Context: an optimization exercise on an open-source flow, tuned for small area. The choices shown serve that exercise and are no tape-out recipe.
Function was checked by simulation only, so behaviour that the tests miss may differ from the original.
Power is estimated from default activity; no workload was simulated.

Setup of v21:
==> flow/design.v <==
module wdg9 (
    input  wire         clk,
    input  wire         rst_n,
    input  wire         tick,           
    input  wire [8:0]   run,            
    input  wire [7:0]   held,           
    input  wire [8:0]   en,
    input  wire [8:0]   win_en,
    input  wire [8:0]   chal_en,
    input  wire [143:0] timeout_ms,     
    input  wire [143:0] first_ms,
    input  wire [143:0] open_ms,
    input  wire [8:0]   en_mask,        
    input  wire         wdo_pol,        
    input  wire [6:0]   width_ms,
    input  wire         kick_v,         
    input  wire [3:0]   kick_w,         
    input  wire [31:0]  kick_data,
    input  wire [4:0]   rd_sel,
    output reg  [8:0]   exp_v,          
    output wire [26:0]  exp_cause,      
    output reg  [7:0]   exp_held,       
    output wire [7:0]   wrst,           
    output wire         dev_rst,        
    output reg          wdo,
    output reg          wdo_oe,
    output reg  [31:0]  rd_data
);
    assign wrst    = exp_v[7:0] & ~exp_held;
    assign dev_rst = exp_v[8];
    reg  [15:0] lfsr;
    wire        lfsr_fb = lfsr[15] ^ lfsr[13] ^ lfsr[12] ^ lfsr[10];
    wire [15:0] lfsr_p1 = (&lfsr) ? 16'h0001 : lfsr + 16'd1;
    reg  [8:0]  st_a, st_x, first;
    reg  [9:0]  t_us    [0:8];
    reg  [15:0] t_ms    [0:8];
    reg  [15:0] seed    [0:8];
    reg  [15:0] exp_cnt [0:8];
    reg  [15:0] vio_cnt [0:8];
    reg  [1:0]  cause   [0:8];
    wire        key_ok = kick_v && (kick_data[15:0] == 16'h5A5A);
    reg  [15:0] k_ms, k_open, k_seed;
    reg         k_win, k_chal, k_first;
    integer     j;
    always @* begin
        k_ms = 16'd0; k_open = 16'd0; k_seed = 16'd0;
        k_win = 1'b0; k_chal = 1'b0; k_first = 1'b0;
        for (j = 0; j < 9; j = j + 1)
            if (kick_w == j) begin
                k_ms    = t_ms[j];
                k_open  = open_ms[j*16 +: 16];
                k_seed  = seed[j];
                k_win   = win_en[j];
                k_chal  = chal_en[j];
                k_first = first[j];
            end
    end
    wire        k_early = k_win && !k_first && (k_ms < k_open);
    wire [15:0] k_ans   = {k_seed[10:0], k_seed[15:11]} ^ {4{kick_w}};
    wire        k_wrong = k_chal && (kick_data[31:16] != k_ans);
    wire [8:0]  ev;
    genvar g;
    generate for (g = 0; g < 9; g = g + 1) begin : wd
        wire        act     = en[g] & run[g];
        wire        running = act & st_a[g] & ~st_x[g];
        wire [15:0] f_ms    = first_ms[g*16 +: 16];
        wire [15:0] lim     = (first[g] && f_ms != 16'd0) ? f_ms : timeout_ms[g*16 +: 16];
        wire        us_end  = (t_us[g] == 10'd999);
        wire        ms_up   = tick & us_end;
        wire [16:0] ms_inc  = {1'b0, t_ms[g]} + {16'd0, ms_up};
        wire        tmo     = tick && (ms_inc >= {1'b0, lim});    
        wire        svc     = key_ok && (kick_w == g);
        wire        expire  = running & tmo;
        wire        bad     = running & ~tmo & svc & (k_early | k_wrong);
        wire        accept  = running & ~tmo & svc & ~k_early & ~k_wrong;
        wire        e       = expire | bad;
        wire        hold_e  = (g < 8) ? held[g % 8] : 1'b0;
        wire        ld_seed = act & (~st_a[g] | (e & (~hold_e | bad)) | (accept & chal_en[g]));
        wire        same    = (lfsr == seed[g]);
        wire        ce      = e & ~&exp_cnt[g];
        wire        cv      = bad & ~&vio_cnt[g];
        wire [15:0] car_e, car_v;
        assign car_e[0] = ce;
        assign car_v[0] = cv;
        genvar b;
        for (b = 1; b < 16; b = b + 1) begin : cc
            assign car_e[b] = car_e[b-1] & exp_cnt[g][b-1];
            assign car_v[b] = car_v[b-1] & vio_cnt[g][b-1];
        end
        assign ev[g]  = e;
        assign exp_cause[g*3 +: 3] = {1'b0, cause[g]};
        always @(posedge clk) begin
            if (!st_a[g] || svc || tmo || ms_up) t_us[g] <= 10'd0;
            else                                 t_us[g] <= t_us[g] + {9'd0, tick};
            if (!st_a[g] || svc || tmo)          t_ms[g] <= 16'd0;
            else                                 t_ms[g] <= ms_inc[15:0];
        end
        always @(posedge clk) begin
            if (!rst_n) seed[g] <= 16'd0; else if (ld_seed) seed[g] <= same ? lfsr_p1 : lfsr;
        end
        always @(posedge clk) begin
            if (!rst_n) begin
                st_a[g]    <= 1'b0;
                st_x[g]    <= 1'b0;
                first[g]   <= 1'b0;
                exp_cnt[g] <= 16'd0;
                vio_cnt[g] <= 16'd0;
                exp_v[g]   <= 1'b0;
                cause[g]   <= 2'd0;
                if (g < 8) exp_held[g % 8] <= 1'b0;
            end else begin
                exp_v[g]   <= e;
                exp_cnt[g] <= exp_cnt[g] ^ car_e;
                vio_cnt[g] <= vio_cnt[g] ^ car_v;
                if (!act) begin
                    st_a[g] <= 1'b0;
                    st_x[g] <= 1'b0;
                end else if (!st_a[g]) begin
                    st_a[g]  <= 1'b1;
                    first[g] <= 1'b1;
                end else if (e) begin
                    if (hold_e) st_x[g]  <= 1'b1;
                    else        first[g] <= 1'b1;
                end else if (accept) begin
                    first[g] <= 1'b0;
                end
                if (e) begin
                    cause[g] <= expire ? 2'd1 : k_early ? 2'd2 : 2'd3;
                    if (g < 8) exp_held[g % 8] <= hold_e;
                end
            end
        end
    end endgenerate
    reg  [31:0] total;
    wire [3:0]  n_ev = ev[0] + ev[1] + ev[2] + ev[3] + ev[4] + ev[5] + ev[6] + ev[7] + ev[8];
    wire [32:0] tot_s = {1'b0, total} + {29'd0, n_ev};
    reg         wdo_act;
    reg  [6:0]  w_ms;
    reg  [9:0]  w_us;
    reg  [15:0] pulses, merged;
    wire        req = |(ev & en_mask);
    always @(posedge clk) begin
        if (!wdo_act) begin
            w_ms <= width_ms;
            w_us <= 10'd0;
        end else if (tick) begin
            if (w_us == 10'd0) begin
                w_us <= 10'd999;
                w_ms <= w_ms - 7'd1;
            end else begin
                w_us <= w_us - 10'd1;
            end
        end
    end
    integer w;
    reg  [31:0] rd_n;
    always @* begin
        rd_n = 32'd0;
        for (w = 0; w < 9; w = w + 1) begin
            if (rst_n && rd_sel == w)     rd_n = rd_n | {vio_cnt[w], exp_cnt[w]};
            if (rst_n && rd_sel == w + 9) rd_n = rd_n | {st_x[w], st_a[w], first[w], 13'd0, seed[w]};
        end
        if (rst_n && rd_sel == 5'd18) rd_n = rd_n | total;
        if (rst_n && rd_sel == 5'd19) rd_n = rd_n | {merged, pulses};
    end
    always @(posedge clk) rd_data <= rd_n;
    always @(posedge clk) begin
        if (!rst_n) begin
            lfsr    <= 16'hACE1;
            total   <= 32'd0;
            wdo_act <= 1'b0;
            pulses  <= 16'd0;
            merged  <= 16'd0;
            wdo     <= 1'b0;
            wdo_oe  <= 1'b0;
        end else begin
            lfsr  <= {lfsr[14:0], lfsr_fb};
            total <= tot_s[32] ? 32'hFFFF_FFFF : tot_s[31:0];
            if (wdo_act) begin
                if (req && merged != 16'hFFFF) merged <= merged + 16'd1;
                if (tick && w_ms == 7'd0 && w_us[9:1] == 9'd0) wdo_act <= 1'b0;
            end else if (req) begin
                wdo_act <= 1'b1;
                if (pulses != 16'hFFFF) pulses <= pulses + 16'd1;
            end
            wdo_oe <= |en_mask;
            wdo    <= wdo_pol ? wdo_act : ~wdo_act;
        end
    end
endmodule
==> flow/config.mk <==
export PLATFORM = sky130hd
export DESIGN_NAME = wdg9
export DESIGN_NICKNAME = wdg9
export VERILOG_FILES = /design/flow/design.v
export SDC_FILE = /design/flow/constraint.sdc
export NUM_CORES = 4
export LEC_CHECK = 0
export CAP_MARGIN = 20
export CORE_MARGIN = 2
export CORE_UTILIZATION = 45
export SLEW_MARGIN = 20
==> flow/constraint.sdc <==
create_clock -name core_clock -period 18.0 [get_ports {clk}]
set_input_delay 3.6000 -clock core_clock [delete_from_list [all_inputs] [get_ports {clk}]]
set_output_delay 3.6000 -clock core_clock [all_outputs]
set_load 0.01 [all_outputs]
standard.sh (not shown) runs the stock make flow with config.mk's settings and CLKGATE_MAP_FILE= SYNTH_SCRIPT=/design/flow/synth_recipe.tcl, a recipe that flattens the netlist after the stock synthesis.
==> flow/flow/run.sh <==
#!/bin/bash
# Layout flow: the standard flow (standard.sh) on a copy of the ORFS scripts, with
# these changes:
#  - synthesis leaves adders to ABC (no extract_fa half/full-adder cells), and ABC maps
#    the logic with an area-oriented script (flow/abc.script, with &deepsyn) instead of ORFS's speed
#    script; the rest of synthesis, and so every register, is the standard one;
#  - port buffers are buf_1 rather than clkdlybuf4s50_1;
#  - CTS inserts no dummy loads, clusters up to 16 sinks, and uses clkbuf_8.
# Every tool's output stays in this folder: standard.log and orfs/logs/.
set -euo pipefail
W=$(pwd)
rm -rf "$W/scripts"
cp -r "$FLOW_HOME/scripts" "$W/scripts"
cp "$W/flow/abc.script" "$W/scripts/abc_speed.script"
cp "$W/flow/abc.script" "$W/scripts/abc_area.script"
sed -i 's/^  \[env_var_exists_and_non_empty ADDER_MAP_FILE\] &&$/  0 \&\& [env_var_exists_and_non_empty ADDER_MAP_FILE] \&\&/' "$W/scripts/synth.tcl"
grep -q '^  0 && \[env_var_exists_and_non_empty ADDER_MAP_FILE\] &&$' "$W/scripts/synth.tcl"
export SCRIPTS_DIR="$W/scripts"
export BUFFER_PORTS_ARGS="-buffer_cell sky130_fd_sc_hd__buf_1"
export CTS_ARGS="-sink_clustering_enable -sink_clustering_size 16 -sink_clustering_max_diameter 80 -repair_clock_nets -dont_use_dummy_load -buf_list {sky130_fd_sc_hd__clkbuf_8}"
bash standard.sh > "$W/standard.log" 2>&1
==> flow/flow/abc.script <==
strash
&get -n
&fraig -x
&put
scorr
dc2
strash
&get -n
&deepsyn -J 20 -T 600
&dch -f
&nf -R 1000 -p -F 8 -A 4
&put
What v39 does differently from v21 at the input level:
-- flow/design.v --
<<< v21, line 32
    wire        lfsr_fb = lfsr[15] ^ lfsr[13] ^ lfsr[12] ^ lfsr[10];
    wire [15:0] lfsr_p1 = (&lfsr) ? 16'h0001 : lfsr + 16'd1;
    reg  [8:0]  st_a, st_x, first;
    reg  [9:0]  t_us    [0:8];
>>> v39, line 32
    wire        lfsr_fb = lfsr[15] ^ lfsr[13] ^ lfsr[12] ^ lfsr[10];
    wire [15:0] lfsr_p1 = (&lfsr) ? 16'h0001 : lfsr + 16'd1;
    localparam [9:0] US_END = 10'h2B2;
    reg  [8:0]  st_a, st_x, first;
    reg  [9:0]  t_us    [0:8];
<<< v21, line 66
        wire [15:0] f_ms    = first_ms[g*16 +: 16];
        wire [15:0] lim     = (first[g] && f_ms != 16'd0) ? f_ms : timeout_ms[g*16 +: 16];
        wire        us_end  = (t_us[g] == 10'd999);
        wire        ms_up   = tick & us_end;
        wire [16:0] ms_inc  = {1'b0, t_ms[g]} + {16'd0, ms_up};
>>> v39, line 67
        wire [15:0] f_ms    = first_ms[g*16 +: 16];
        wire [15:0] lim     = (first[g] && f_ms != 16'd0) ? f_ms : timeout_ms[g*16 +: 16];
        wire        us_end  = (t_us[g] == US_END);
        wire        ms_up   = tick & us_end;
        wire [16:0] ms_inc  = {1'b0, t_ms[g]} + {16'd0, ms_up};
<<< v21, line 92
        always @(posedge clk) begin
            if (!st_a[g] || svc || tmo || ms_up) t_us[g] <= 10'd0;
            else                                 t_us[g] <= t_us[g] + {9'd0, tick};
            if (!st_a[g] || svc || tmo)          t_ms[g] <= 16'd0;
            else                                 t_ms[g] <= ms_inc[15:0];
>>> v39, line 93
        always @(posedge clk) begin
            if (!st_a[g] || svc || tmo || ms_up) t_us[g] <= 10'd0;
            else if (tick)                       t_us[g] <= {t_us[g][8:0], ~(t_us[g][9] ^ t_us[g][6])};
            if (!st_a[g] || svc || tmo)          t_ms[g] <= 16'd0;
            else                                 t_ms[g] <= ms_inc[15:0];
==> comparison <==
Looking at core region area, v39 sits about 0.3% higher than v21 does.
v39: combinational power higher than v21
v21 fits on a die that is smaller than the die of v39.
Status: number of non-clock buffers in the layout parity (v39, v21)
Hold slack: v21 vs v39 — no meaningful difference
Delta (v39 minus v21): global-route usage saw an increase, initial antenna violation count saw an increase.
The critical path launch point comes out kick_w[0] in one run and kick_w[1] in the other, namely in v39 and v21 respectively.

* * *

Setup of rev 12:
// wdg9: RTL as listed in full above, without the edits since
clock: 18.0 ns
lec_check: 0
cap_margin: 20
core_margin: 2
core_utilization: 45
slew_margin: 20
==> flow/flow/run.sh <==
#!/bin/bash
# Layout flow: the standard flow (standard.sh) on a copy of the ORFS scripts, with
# these changes:
#  - synthesis leaves adders to ABC (no extract_fa half/full-adder cells), and ABC maps
#    the logic with an area-oriented script (flow/abc.script, with &deepsyn) instead of ORFS's speed
#    script; the rest of synthesis, and so every register, is the standard one;
#  - port buffers are buf_1 rather than clkdlybuf4s50_1;
#  - CTS inserts no dummy loads, clusters up to 16 sinks, and uses clkbuf_8.
# Every tool's output stays in this folder: standard.log and orfs/logs/.
set -euo pipefail
W=$(pwd)
rm -rf "$W/scripts"
cp -r "$FLOW_HOME/scripts" "$W/scripts"
cp "$W/flow/abc.script" "$W/scripts/abc_speed.script"
cp "$W/flow/abc.script" "$W/scripts/abc_area.script"
sed -i 's/^  \[env_var_exists_and_non_empty ADDER_MAP_FILE\] &&$/  0 \&\& [env_var_exists_and_non_empty ADDER_MAP_FILE] \&\&/' "$W/scripts/synth.tcl"
grep -q '^  0 && \[env_var_exists_and_non_empty ADDER_MAP_FILE\] &&$' "$W/scripts/synth.tcl"
export SCRIPTS_DIR="$W/scripts"
export BUFFER_PORTS_ARGS="-buffer_cell sky130_fd_sc_hd__buf_1"
export CTS_ARGS="-sink_clustering_enable -sink_clustering_size 16 -sink_clustering_max_diameter 60 -repair_clock_nets -dont_use_dummy_load -buf_list {sky130_fd_sc_hd__clkbuf_8}"
bash standard.sh > "$W/standard.log" 2>&1
Scripts as last shown in full above: flow/flow/abc.script
### rev 12 -> rev 13
--- a/flow/design.v
+++ b/flow/design.v
@@ -32,4 +32,6 @@
     wire        lfsr_fb = lfsr[15] ^ lfsr[13] ^ lfsr[12] ^ lfsr[10];
     wire [15:0] lfsr_p1 = (&lfsr) ? 16'h0001 : lfsr + 16'd1;
+    wire [15:0] ns_a    = lfsr    & {16{rst_n}};
+    wire [15:0] ns_b    = lfsr_p1 & {16{rst_n}};
     reg  [8:0]  st_a, st_x, first;
     reg  [9:0]  t_us    [0:8];
@@ -97,5 +99,5 @@
         end
         always @(posedge clk) begin
-            if (!rst_n) seed[g] <= 16'd0; else if (ld_seed) seed[g] <= same ? lfsr_p1 : lfsr;
+            if (!rst_n || ld_seed) seed[g] <= same ? ns_b : ns_a;
         end
         always @(posedge clk) begin
### Flow results
The detailed-route wire length of rev 13 is higher than that of rev 12. Compared with rev 12, in rev 13 inverter count shows an increase of 25%; utilization shows an increase of 0.15 points; register-to-register slack shows an increase of 690 ps. When rev 13 is set beside rev 12, its number of placed instances with taps included turns out to be 121 larger. Of rev 13 and rev 12, the higher cell area reported after detailed placement belongs to rev 13. Going from rev 12 to rev 13, growth of design area from synthesis to finish decreased 0.43 points; power +2.0%; number of flip-flops and latches flat; proportion of power drawn by the clock network fell 1.5 points; clock network contribution to total cell area lower. The largest family of logic cells by synthesized area comes out compound AO/OA/AOI/OAI gates in one run and simple AND/OR/NAND/NOR gates in the other, namely in rev 12 and rev 13 respectively. Rev 13 did not stop at any stage, and its layout met the timing, design-rule and antenna checks. On via count, rev 13 and rev 12 are basically level.

what the ideal ports hide:
How much do the figures lean on ideal ports? The routed layouts below were timed once more, with nothing changed but the port constraints.
Step 1 assumes that a clkbuf_16 drives the clock port and a buf_2 every other input.
Step 2 moves the port delays by t, midway between the first and last clock arrival at a register: inputs arrive t later, outputs are due t later. That takes back most of the time a late clock gives input paths.
Three values: no drivers, after step 1, after step 2; two values: the first two.
run | t (ns) | setup WS [ns] | worst setup path after step 2 | latest minus earliest clock arrival (ns) | worst register clock-pin slew, ns
v21 | 0.762 | 2.202 / 2.245 / 1.483 | input to register | 0.083 / 0.083 | 0.12 / 0.12
v39 | 0.785 | 2.413 / 2.386 / 1.601 | input to register | 0.109 / 0.109 | 0.12 / 0.12
rev 12 | 0.794 | 2.223 / 2.264 / 1.469 | input to register | 0.143 / 0.143 | 0.11 / 0.11
rev 13 | 0.783 | 2.776 / 2.812 / 2.029 | input to register | 0.134 / 0.134 | 0.11 / 0.11
After both steps setup and hold are still met in every run listed. The setup slack of v39, which loses most, moves by -0.027 ns with the drivers and by -0.812 ns with both steps.
